Background: an optimization exercise with open tools, aiming at small area, a short achievable clock period and few clock cycles. Do not read the settings as production practice.
Function was checked by simulation only, so behaviour that the tests miss may differ from the original.
Power is estimated from default activity; no workload was simulated.

## flow/config.mk

```make
export PLATFORM = sky130hd
export DESIGN_NAME = cle_exec
export DESIGN_NICKNAME = cle_exec
export VERILOG_FILES = /design/flow/design.v
export SDC_FILE = /design/flow/constraint.sdc
export NUM_CORES = 4
export LEC_CHECK = 0
export CAP_MARGIN = 20
export CORE_MARGIN = 2
export CORE_UTILIZATION = 40
export PLACE_DENSITY = 0.6
export SLEW_MARGIN = 20
```

## flow/constraint.sdc

```tcl
create_clock -name core_clock -period 16.5 [get_ports {clk}]
set_input_delay 3.3000 -clock core_clock [delete_from_list [all_inputs] [get_ports {clk}]]
set_output_delay 3.3000 -clock core_clock [all_outputs]
set_load 0.01 [all_outputs]
```

## flow/design.v

```verilog
module cle_div (
    input  wire [30:0] rem,
    input  wire        bit_in,
    input  wire [30:0] d,
    output wire [30:0] rem_next,
    output wire        q
);
    wire [32:0] trial = {1'b0, rem, bit_in} - {2'b00, d};
    assign q        = ~trial[32];
    assign rem_next = q ? trial[30:0] : {rem[29:0], bit_in};
endmodule
module cle_exec (
    input  wire               clk,
    input  wire               rst,
    input  wire               start,
    output wire               ready,
    output reg                done,
    input  wire signed [31:0] x,
    input  wire signed [31:0] s,
    input  wire signed [31:0] r_in,
    input  wire        [30:0] slew,
    input  wire        [30:0] in_fs,
    input  wire               reverse,
    input  wire signed [15:0] kp,
    input  wire signed [15:0] ki,
    input  wire signed [15:0] kff,
    input  wire signed [15:0] u0,
    input  wire        [3:0]  kp_sh,
    input  wire        [3:0]  ki_sh,
    input  wire        [3:0]  kff_sh,
    input  wire signed [15:0] out_min,
    input  wire signed [15:0] out_max,
    input  wire signed [39:0] i_in,
    output reg                tbl_rd,
    output reg         [4:0]  tbl_k,
    input  wire        [31:0] tbl_lo,
    input  wire        [31:0] tbl_hi,
    output wire signed [31:0] r_out,
    output wire signed [39:0] i_out,
    output reg  signed [15:0] out,
    output reg                sat,
    output reg                clamped,
    output reg                ramping
);
    localparam [5:0] C_Q1 = 6'd22, C_Q2 = 6'd23, C_A0 = 6'd24, C_B0 = 6'd32,
                     C_F1 = 6'd41, C_F2 = 6'd42, C_F3 = 6'd43, C_F4 = 6'd44,
                     C_F5 = 6'd45, C_F6 = 6'd46;
    reg        busy;
    reg  [5:0] cyc;
    assign ready = ~busy;
    reg        [30:0] fs;
    reg               rev;
    reg  signed [15:0] omin, omax, u0r;
    reg         [3:0] psh, ish, fsh;
    reg  signed [39:0] ir;           
    assign i_out = ir;
    reg  signed [32:0] rr;           
    reg  signed [31:0] sr;           
    reg         [30:0] slr;
    reg                up;
    assign r_out = rr[31:0];
    reg  [30:0] remx;                
    reg  [17:0] qx, qr;              
    reg         xs, rs;              
    reg  [1:0]  xb, rb;              
    wire [30:0] remr = sr[30:0];
    wire        bx = xb[1];
    wire        br = rb[1];
    wire [30:0] remx_n, remr_n;
    wire        qbx, qbr;
    cle_div u_dx (.rem(remx), .bit_in(bx), .d(fs), .rem_next(remx_n), .q(qbx));
    cle_div u_dr (.rem(remr), .bit_in(br), .d(fs), .rem_next(remr_n), .q(qbr));
    reg  signed [15:0] xq, rq, e;
    reg         [11:0] fr;           
    reg  [17:0] pacc, iacc;          
    reg  [23:0] facc;                
    reg  [15:0] kpr, kir, kffr;
    reg         pb, ib, fb, gb;      
    reg  [18:0] gpa, gia;            
    reg  [37:0] Pacc, Iacc;          
    reg  dipos, dineg, satpi, ilo, ihi, dlo, dhi, tnz;
    wire signed [32:0] s33   = {sr[31], sr};
    wire signed [32:0] sl33  = {2'b00, slr};
    wire signed [32:0] rstep = up ? (rr + sl33) : (rr - sl33);
    wire               s_gt_r = $signed(sr) > $signed(rr[31:0]);
    wire               take_s = (slr == 31'd0) | (up ? (rr >= s33) : (rr <= s33));
    wire signed [31:0] r_new  = take_s ? sr : rr[31:0];
    wire        [31:0] r_abs  = r_new ^ {32{r_new[31]}};
    function [15:0] qfix(input [17:0] q, input sg);
        reg signed [17:0] v;
        begin
            v = $signed({sg, q[16:1] ^ {16{sg}}}) + $signed({17'd0, q[0] ^ sg});
            if (q[17])
                qfix = sg ? 16'h8000 : 16'h7FFF;
            else if (v > 18'sd32767)
                qfix = 16'h7FFF;
            else if (v < -18'sd32768)
                qfix = 16'h8000;
            else
                qfix = v[15:0];
        end
    endfunction
    wire signed [16:0] d_rx  = {rq[15], rq} - {xq[15], xq};
    wire signed [16:0] d_xr  = {xq[15], xq} - {rq[15], rq};
    wire signed [16:0] ep    = rev ? d_xr : d_rx;
    wire signed [16:0] en    = rev ? d_rx : d_xr;
    wire signed [15:0] e_new = (ep > 17'sd32767) ? 16'sh7FFF :
                               (ep < -17'sd32768) ? 16'sh8000 : ep[15:0];
    wire        [15:0] a_new = ep[16] ? ((en > 17'sd32768) ? 16'h8000 : en[15:0])
                                      : ((ep > 17'sd32767) ? 16'h7FFF : ep[15:0]);
    wire        [4:0]  k_new = a_new[15] ? 5'd31 : a_new[14:10];
    wire        [10:0] f_new = a_new[15] ? 11'd1024 : {1'b0, a_new[9:0]};
    wire [17:0] pacc_n, iacc_n;
    wire [23:0] facc_n;
    wire [18:0] gpa_n, gia_n;
    wire [37:0] Pacc_n, Iacc_n;
    wire signed [16:0] dgp = $signed({1'b0, tbl_hi[15:0]})  - $signed({1'b0, tbl_lo[15:0]});
    wire signed [16:0] dgi = $signed({1'b0, tbl_hi[31:16]}) - $signed({1'b0, tbl_lo[31:16]});
    cle_booth #(.W(18), .MW(16)) u_bp (.acc(pacc), .m(e),  .bits({kpr[1:0], pb}),  .sum(pacc_n));
    cle_booth #(.W(18), .MW(16)) u_bi (.acc(iacc), .m(e),  .bits({kir[1:0], ib}),  .sum(iacc_n));
    cle_booth #(.W(24), .MW(16)) u_bf (.acc(facc), .m(rq), .bits({kffr[1:0], fb}), .sum(facc_n));
    cle_booth #(.W(19), .MW(17)) u_gp (.acc(gpa),  .m(dgp), .bits({fr[1:0], gb}),  .sum(gpa_n));
    cle_booth #(.W(19), .MW(17)) u_gi (.acc(gia),  .m(dgi), .bits({fr[1:0], gb}),  .sum(gia_n));
    cle_booth #(.W(38), .MW(32)) u_bP (.acc(Pacc), .m({pacc[15:0], kpr}), .bits({gpa[1:0], pb}), .sum(Pacc_n));
    cle_booth #(.W(38), .MW(32)) u_bI (.acc(Iacc), .m({iacc[15:0], kir}), .bits({gia[1:0], ib}), .sum(Iacc_n));
    wire signed [43:0] Pv   = {Pacc[37:0], gpa[17:12]};      
    wire signed [43:0] Dv   = {Iacc[37:0], gia[17:12]};      
    wire signed [43:0] FFv  = {{4{facc[23]}}, facc, kffr};
    wire signed [43:0] Iin  = {{4{ir[39]}}, ir};
    wire signed [44:0] S_n  = {Pv[43], Pv} + {FFv[43], FFv};
    wire signed [44:0] D1_n = {Dv[43], Dv} + {Iin[43], Iin};
    wire signed [44:0] t_n  = {Pv[43], Pv} + {Dv[43], Dv};   
    wire signed [44:0] a_n  = {Pv[43], Pv} + {Iin[43], Iin};  
    function [1:0] lohi(input signed [43:0] c, input signed [15:0] mn, input signed [15:0] mx);
        reg signed [28:0] ch;
        begin
            ch = c[43:15];
            lohi[0] = ch < $signed({{13{mn[15]}}, mn});
            lohi[1] = (ch > $signed({{13{mx[15]}}, mx})) |
                      ((ch == $signed({{13{mx[15]}}, mx})) & (c[14:0] != 15'd0));
        end
    endfunction
    wire [1:0] fl_i = lohi(Iin, omin, omax);
    wire [1:0] fl_d = lohi(Dv, omin, omax);
    wire signed [29:0] th  = {facc, kffr[15:10]};
    wire signed [29:0] omn30 = {{14{omin[15]}}, omin};
    wire signed [29:0] omx30 = {{14{omax[15]}}, omax};
    wire t_lt = th < omn30;
    wire t_gt = (th > omx30) | ((th == omx30) & tnz);
    wire keep = (dipos & t_gt) | (dineg & t_lt);
    wire lo_gt_hi = omin > omax;
    wire signed [43:0] lo44 = {{13{omin[15]}}, omin, 15'd0};
    wire signed [43:0] hi44 = {{13{omax[15]}}, omax, 15'd0};
    wire        c_lo = keep ? ilo : dlo;
    wire        c_hi = keep ? ihi : dhi;
    wire signed [43:0] c_v = keep ? Iin : Dv;
    wire signed [43:0] I_n = c_lo ? (lo_gt_hi ? hi44 : lo44) : (c_hi ? hi44 : c_v);
    wire signed [28:0] uh   = $signed(Dv[43:15]) + $signed({28'd0, Dv[14]});
    wire signed [15:0] u_n  = (uh > 29'sd32767) ? 16'sh7FFF : (uh < -29'sd32768) ? 16'sh8000 : uh[15:0];
    wire signed [28:0] ah   = Dv[43:15];
    wire        sat_acc = (ah < -29'sd32768) | (ah > 29'sd32767) |
                          ((ah == 29'sd32767) & (Dv[14:0] != 15'd0));
    wire signed [15:0] uq   = kffr;
    wire signed [15:0] o_n  = (uq < omin) ? ((omin > omax) ? omax : omin) : ((uq > omax) ? omax : uq);
    wire p_out  = ~((&Pv[43:39]) | ~(|Pv[43:39]));
    wire di_out = ~((&Dv[43:39]) | ~(|Dv[43:39]));
    wire in_a = (cyc >= C_A0) && (cyc < C_B0);
    wire in_b = (cyc >= C_B0) && (cyc < C_F1);
    always @(posedge clk) begin
        if (rst) begin
            busy   <= 1'b0;
            done   <= 1'b0;
            tbl_rd <= 1'b0;
            cyc    <= 6'd0;
        end else begin
            done <= 1'b0;
            if (!busy) begin
                if (start) begin
                    busy    <= 1'b1;
                    cyc     <= 6'd1;
                    fs      <= in_fs;
                    rev     <= reverse;
                    omin    <= out_min;
                    omax    <= out_max;
                    u0r     <= u0;
                    psh     <= kp_sh;
                    ish     <= ki_sh;
                    fsh     <= kff_sh;
                    ir      <= i_in;
                    rr      <= {r_in[31], r_in};
                    sr      <= s;
                    slr     <= slew;
                    kpr     <= kp;
                    kir     <= ki;
                    kffr    <= kff;
                    xs      <= x[31];
                    remx    <= {2'b00, x[30:2] ^ {29{x[31]}}};
                    xb      <= x[1:0] ^ {2{x[31]}};
                end
            end else begin
                cyc <= cyc + 6'd1;
                if (cyc == 6'd1) up <= s_gt_r;
                if (cyc == 6'd2) rr <= rstep;
                if (cyc == 6'd3) begin
                    rr      <= {r_new[31], r_new};
                    ramping <= ~take_s;
                    rs      <= r_new[31];
                    sr      <= {3'd0, r_abs[30:2]};
                    rb      <= r_abs[1:0];
                end
                if (cyc <= 6'd18) begin
                    remx <= remx_n;
                    qx <= {qx[16:0], qbx};
                    xb <= {xb[0], xs};
                end
                if (cyc >= 6'd4 && cyc <= 6'd21) begin
                    sr[30:0] <= remr_n;
                    qr <= {qr[16:0], qbr};
                    rb <= {rb[0], rs};
                end
                if (cyc == C_Q1) begin
                    xq <= qfix(qx, xs);
                    rq <= qfix(qr, rs);
                end
                if (cyc == C_Q2) begin
                    e      <= e_new;
                    fr     <= {1'b0, f_new};
                    tbl_k  <= k_new;
                    tbl_rd <= 1'b1;
                    pacc   <= 18'd0;
                    iacc   <= 18'd0;
                    facc   <= 24'd0;
                    gpa    <= 19'd0;
                    gia    <= 19'd0;
                    pb     <= 1'b0;
                    ib     <= 1'b0;
                    fb     <= 1'b0;
                    gb     <= 1'b0;
                end
                if (in_a) begin
                    pacc <= {{2{pacc_n[17]}}, pacc_n[17:2]};
                    kpr  <= {pacc_n[1:0], kpr[15:2]};
                    pb   <= kpr[1];
                    iacc <= {{2{iacc_n[17]}}, iacc_n[17:2]};
                    kir  <= {iacc_n[1:0], kir[15:2]};
                    ib   <= kir[1];
                    facc <= {{2{facc_n[23]}}, facc_n[23:2]};
                    kffr <= {facc_n[1:0], kffr[15:2]};
                    fb   <= kffr[1];
                    if (cyc < C_A0 + 6'd5) begin
                        gpa <= {{2{gpa_n[18]}}, gpa_n[18:2]};
                        gia <= {{2{gia_n[18]}}, gia_n[18:2]};
                        fr  <= {2'b00, fr[11:2]};
                        gb  <= fr[1];
                    end else if (cyc == C_A0 + 6'd5) begin
                        gpa <= gpa_n;
                        gia <= gia_n;
                    end else if (cyc == C_A0 + 6'd6) begin
                        gpa <= {3'd0, gpa[15:0] + tbl_lo[15:0]};
                        gia <= {3'd0, gia[15:0] + tbl_lo[31:16]};
                        tbl_rd <= 1'b0;
                    end
                    if (cyc == C_B0 - 6'd1) begin
                        Pacc <= 38'd2048;
                        Iacc <= 38'd2048;
                        pb   <= 1'b0;
                        ib   <= 1'b0;
                    end
                end
                if (in_b) begin
                    Pacc <= {{2{Pacc_n[37]}}, Pacc_n[37:2]};
                    gpa  <= {1'b0, Pacc_n[1:0], gpa[17:2]};
                    pb   <= gpa[1];
                    Iacc <= {{2{Iacc_n[37]}}, Iacc_n[37:2]};
                    gia  <= {1'b0, Iacc_n[1:0], gia[17:2]};
                    ib   <= gia[1];
                    if (fsh != 4'd0) begin
                        {facc, kffr} <= {facc[22:0], kffr, 1'b0};
                        fsh <= fsh - 4'd1;
                    end else if (cyc == C_F1 - 6'd1) begin
                        {facc, kffr[15]} <= {facc, kffr[15]} + {{9{u0r[15]}}, u0r};
                    end
                end
                if (cyc == C_F1) begin
                    if (psh != 4'd0 || ish != 4'd0) begin
                        cyc <= cyc;
                        if (psh != 4'd0) begin
                            {Pacc, gpa[17:12]} <= {Pacc[36:0], gpa[17:12], 1'b0};
                            psh <= psh - 4'd1;
                        end
                        if (ish != 4'd0) begin
                            {Iacc, gia[17:12]} <= {Iacc[36:0], gia[17:12], 1'b0};
                            ish <= ish - 4'd1;
                        end
                    end else begin
                        {Pacc, gpa[17:12]} <= S_n[43:0];
                        {Iacc, gia[17:12]} <= D1_n[43:0];
                        dipos <= ~Dv[43] & (|Dv);
                        dineg <= Dv[43];
                        satpi <= p_out | di_out;
                        ilo   <= fl_i[0];
                        ihi   <= fl_i[1];
                    end
                end
                if (cyc == C_F2) begin
                    {facc, kffr[15:10]} <= t_n[44:15];
                    tnz <= t_n[14:0] != 15'd0;
                    dlo <= fl_d[0];
                    dhi <= fl_d[1];
                end
                if (cyc == C_F3) ir <= I_n[39:0];
                if (cyc == C_F4) {Iacc, gia[17:12]} <= a_n[43:0];
                if (cyc == C_F5) begin
                    kffr  <= u_n;
                    satpi <= satpi | sat_acc;
                end
                if (cyc == C_F6) begin
                    out     <= o_n;
                    clamped <= (o_n != uq);
                    sat     <= satpi;
                    done    <= 1'b1;
                    busy    <= 1'b0;
                    cyc     <= 6'd0;
                end
            end
        end
    end
endmodule
module cle_booth #(parameter W = 18, parameter MW = 16) (
    input  wire [W-1:0]  acc,
    input  wire [MW-1:0] m,
    input  wire [2:0]    bits,
    output wire [W-1:0]  sum
);
    wire         neg  = bits[2] & ~(bits[1] & bits[0]);
    wire         two  = (bits == 3'b011) | (bits == 3'b100);
    wire         zero = (bits == 3'b000) | (bits == 3'b111);
    wire [W-1:0] mx   = {{(W-MW){m[MW-1]}}, m};
    wire [W-1:0] mm   = two ? {mx[W-2:0], 1'b0} : mx;
    wire [W-1:0] add  = zero ? {W{1'b0}} : (neg ? ~mm : mm);
    assign sum = acc + add + {{(W-1){1'b0}}, neg & ~zero};
endmodule
```

## flow/run.sh

```bash
#!/bin/bash
# synth_recipe.tcl (not shown) runs the flow's synth.tcl, then flattens the netlist and writes it again
# the make line also repeats each setting of config.mk as NAME=value (left out here)
make -C /OpenROAD-flow-scripts/flow DESIGN_CONFIG=/design/flow/config.mk WORK_HOME=/design/flow/orfs CLKGATE_MAP_FILE= SYNTH_SCRIPT=/design/flow/synth_recipe.tcl finish
```

==> flow_summary.toml <==
[route]
ant_nets = 0
vias = 68420
avgRoutedWirePerCell_um = 25.63
detailed_route_wire_length_um = 285200
post-route-drc-count = 0
drtIter0Drc = 6944
drt_pass1_iterations = 9
number_of_vias_per_cell = 6.148

[global_route]
via_count_of_the_first_global_routing_pass = 65350
antenna_found_initial = 55
globalRoute.totalOverflow = 0
grt_max_degree = 115
grt_pass1_wl_um = 416300
grt_use_total_pct = 30.39

[cts]
cts_hold_repair_buffers = 0
cts_setup_buffers = 0
numCtsBuffers = 85
clock-root-buffer = "sky130_fd_sc_hd__clkbuf_16"
worst_setup_hold_path_clk_slew_ns = 0.06
tritoncts = "done"
cts.sink_count = 625
ctsResizeCount = 0
clock_latency_ns = 0.75
max-clock-path-buffers = 3
htree_levels = 3

[critical_path]
reg2reg_from = "gpa[1]"
timing.reg2reg.worst_path_depth = 17
required_ns = 16.99
crit_path_top_delay_cell = "sky130_fd_sc_hd__a211oi_1"
critical_path.endpoint_type = "flop"
worst_path_most_repeated_cell = "sky130_fd_sc_hd__o21ai_0"
crit_path_start_kind = "input port"
crit_fanout = 5
crit_end = "gia[16]"
timing_worst_setup_path_type = "input port to flop"
worstSetupStartpoint = "tbl_lo[17]"
worst_path_arrival_time_ns = 8.97
reg2reg_capture_point = "Pacc[36]"
slowest_delay_ns = 0.55
worst-r2r-setup-slack_ns = 10.29

[synth]
synth-edff-count = 616
ys_ff_latch = 625
synth_area_um2 = 70820
synth_async_sr_flop_share_pct = 0
synth_seq_area_share_pct = 26.37
syn_avg_cell_area_um2 = 8.419
synth.distinct_cells = 108
synthesis.yosys.warnings = 1
postSynth.topFlopCell = "sky130_fd_sc_hd__edfxtp_1"
synth_cells = 8412
syn_nets = 9654

[power_and_ir_drop]
power_density_nw_per_um2 = 66.22
worst_vdd_ir_mv = 0.07023
p_leak_uw = 0.03240
power_uw = 5367

[sta]
timing.final.setup_violations = 0
fin_tns_setup_ns = 0
timing.max_slew.rel_slack_pct = 21.58
rsz0062_at_grt = "false"
worst_clock_skew_ns = 0.04193
timing_worst_slew_pin_value_ns = 1.169
period_minus_slack_ns = 8.480
max_freq_mhz = 117.9
layout_worst_path_cycle_share_pct = 51.39
pins_over_their_slew_limit = 0
finalHoldViolCount = 0
final.setup.worst_slack_ns = 8.020

[placed_design]
hpwlAfterDp_um = 222600
gp_congestion = 0.9752
port_buffers = 472
dpl_cell_area_um2 = 78010
dp_worst_setup_slack_ns = 7.461

[worst_hold_path]
holdCritStartpoint = "qr[16]"
min_path_type = "flop to flop"
min_delay_path_depth = 0

[die]
fp.dieH_um = 424.8
chipWidth_um = 424.8
floorplan.rows = 154
fp.coreArea_um2 = 176100
dieArea_um2 = 180400
io-pin-count = 473
start_util_pct = 40.21

[final_layout]
drive_above_1_share_pct = 4.873
syn_to_final_growth_pct = 14.44
fillerInstances = 17270
seq_area_um2 = 18680
multi_input_comb_area_um2 = 49050
final_net_count = 9934
layout.cell_area.non_filler_um2 = 81050
finish.utilization_pct = 46.02

[run]
max-cap-violations = 0

[run_status]
run_status = "complete, no violations"
[stage by stage]
stage	instances	hold WS [ns]
final	11130	0.4598
after floorplan	8412	0.4244
after CTS	11100	0.4588
after global placement	10940	0.4350
after detailed placement	10940	0.4491
after global routing	11130	0.4741
[power breakdown]
| group | leakage (uW) | internal, uW | switching (uW) | total [uW] |
|---|---|---|---|---|
| registers | 0.00544 | 1820 | 92.8 | 1910 |
| logic | 0.0256 | 637 | 843 | 1480 |
| clock network | 0.00138 | 1150 | 830 | 1980 |
| total | 0.0324 | 3600 | 1770 | 5370 |
[layout make-up]
type                            count  share of cell area, %
Clock inverter                     63                 0.8753
Timing Repair Buffer              613                  7.209
Tap cell                         2340                  3.612
Multi-Input combinational cell   6946                  60.52
Sequential cell                   625                  23.05
Clock buffer                       94                  2.692
Antenna cell                       28                0.08645
Inverter                          421                  1.959
[cells in the final DEF, fill, tap and decap left out, types with 104 or more instances in the layout]
cell	Yosys	final
sky130_fd_sc_hd__ha_1	840	840
sky130_fd_sc_hd__a21oi_1	797	792
sky130_fd_sc_hd__nor2_1	723	709
sky130_fd_sc_hd__o21ai_0	641	640
sky130_fd_sc_hd__edfxtp_1	616	616
sky130_fd_sc_hd__nand2_1	601	598
sky130_fd_sc_hd__clkdlybuf4s50_1	0	471
sky130_fd_sc_hd__inv_1	417	416
sky130_fd_sc_hd__xor2_1	401	397
sky130_fd_sc_hd__xnor2_1	394	393
sky130_fd_sc_hd__a21o_1	318	316
sky130_fd_sc_hd__nand3_1	174	174
sky130_fd_sc_hd__a22oi_1	148	148
sky130_fd_sc_hd__buf_4	35	137
sky130_fd_sc_hd__nor3_1	123	122
sky130_fd_sc_hd__nand2b_1	113	113
sky130_fd_sc_hd__nor2b_1	104	104
sky130_fd_sc_hd__o21a_1	104	104
[metal layers]
layer,GRT usage (%),routed length (um),vias to the layer above
met1,38.21,115400,32930
met5,0,288,-
met2,49.16,129200,2894
met3,5.773,23450,638
li1,-,-,31920
met4,16.36,16900,46
[kinds of logic after synthesis]
logic type	Yosys count	share of synthesized area, %
muxes	140	2.086
buffers and inverters	841	4.714
DFF	625	26.37
xor gates and xnor gates	796	9.863
adders and majority gates	870	15.66
AOI/OAI and AO/OA	2903	26.48
and+or+nand+nor	2237	14.82
[cells in the mapped netlist (all sizes together), types with 124 or more instances]
master    n  area, um2
a21o    318       2387
a21oi   800       4023
a22oi   148       1111
clkbuf  313       1176
edfxtp  616      18500
ha      840      10510
inv     419       1573
nand2   602       2262
nand3   175      880.9
nor2    723       2714
nor3    124      625.6
o21ai   653       3268
xnor2   394       3451
xor2    401       3512
[how the worst min path moves through the flow]
| stage | end | slack (ns) |
|---|---|---|
| floorplan | qx[11] | 0.42 |
| global placement | qr[17] | 0.44 |
| detailed placement | qr[17] | 0.45 |
| CTS | qx[17] | 0.46 |
| global route | qr[17] | 0.47 |
| finish | qr[17] | 0.46 |
[registers in the layout, indices dropped and copies added, names as in the netlist, 19 cells and up]
signal and flops:
remx 31, slr 31, ir 40, facc 24, gia 19, rr 33, Iacc 38, fs 31
gpa 19, Pacc 38, sr 32
[worst max-delay path: cells and delay by family]
kind | cells | cell delay (ns)
adders and majority gates | 2 | 0.65
xor gates and xnor gates | 4 | 0.68
AOI/OAI and AO/OA | 12 | 3.00
and+or+nand+nor | 5 | 0.69
buffers and inverters | 2 | 0.65
Testbench counts, summed over its fixed seeds: cycles 131,208.

## re-timing with driven ports
The results above use ideal ports. As a check the final layout listed here was re-extracted and re-timed, cells and wires unchanged. Step 1 assumes that a clkbuf_16 drives the clock port and a buf_2 every other input. Step 2, shift: input delay + t, output delay - t, t = (earliest + latest rising clock arrival at the registers) / 2. This alone moves slack from input paths to output paths. Slacks: ideal / step 1 / step 2; pairs: ideal / step 1.
t, ns: 0.827
setup slack, ns: 8.020 / 8.080 / 7.253
hold slack, ns: 0.460 / 0.460 / 0.460
After both steps this run still meets setup and hold. The setup slack of this run moves by +0.060 ns with the drivers and by -0.767 ns with both steps.
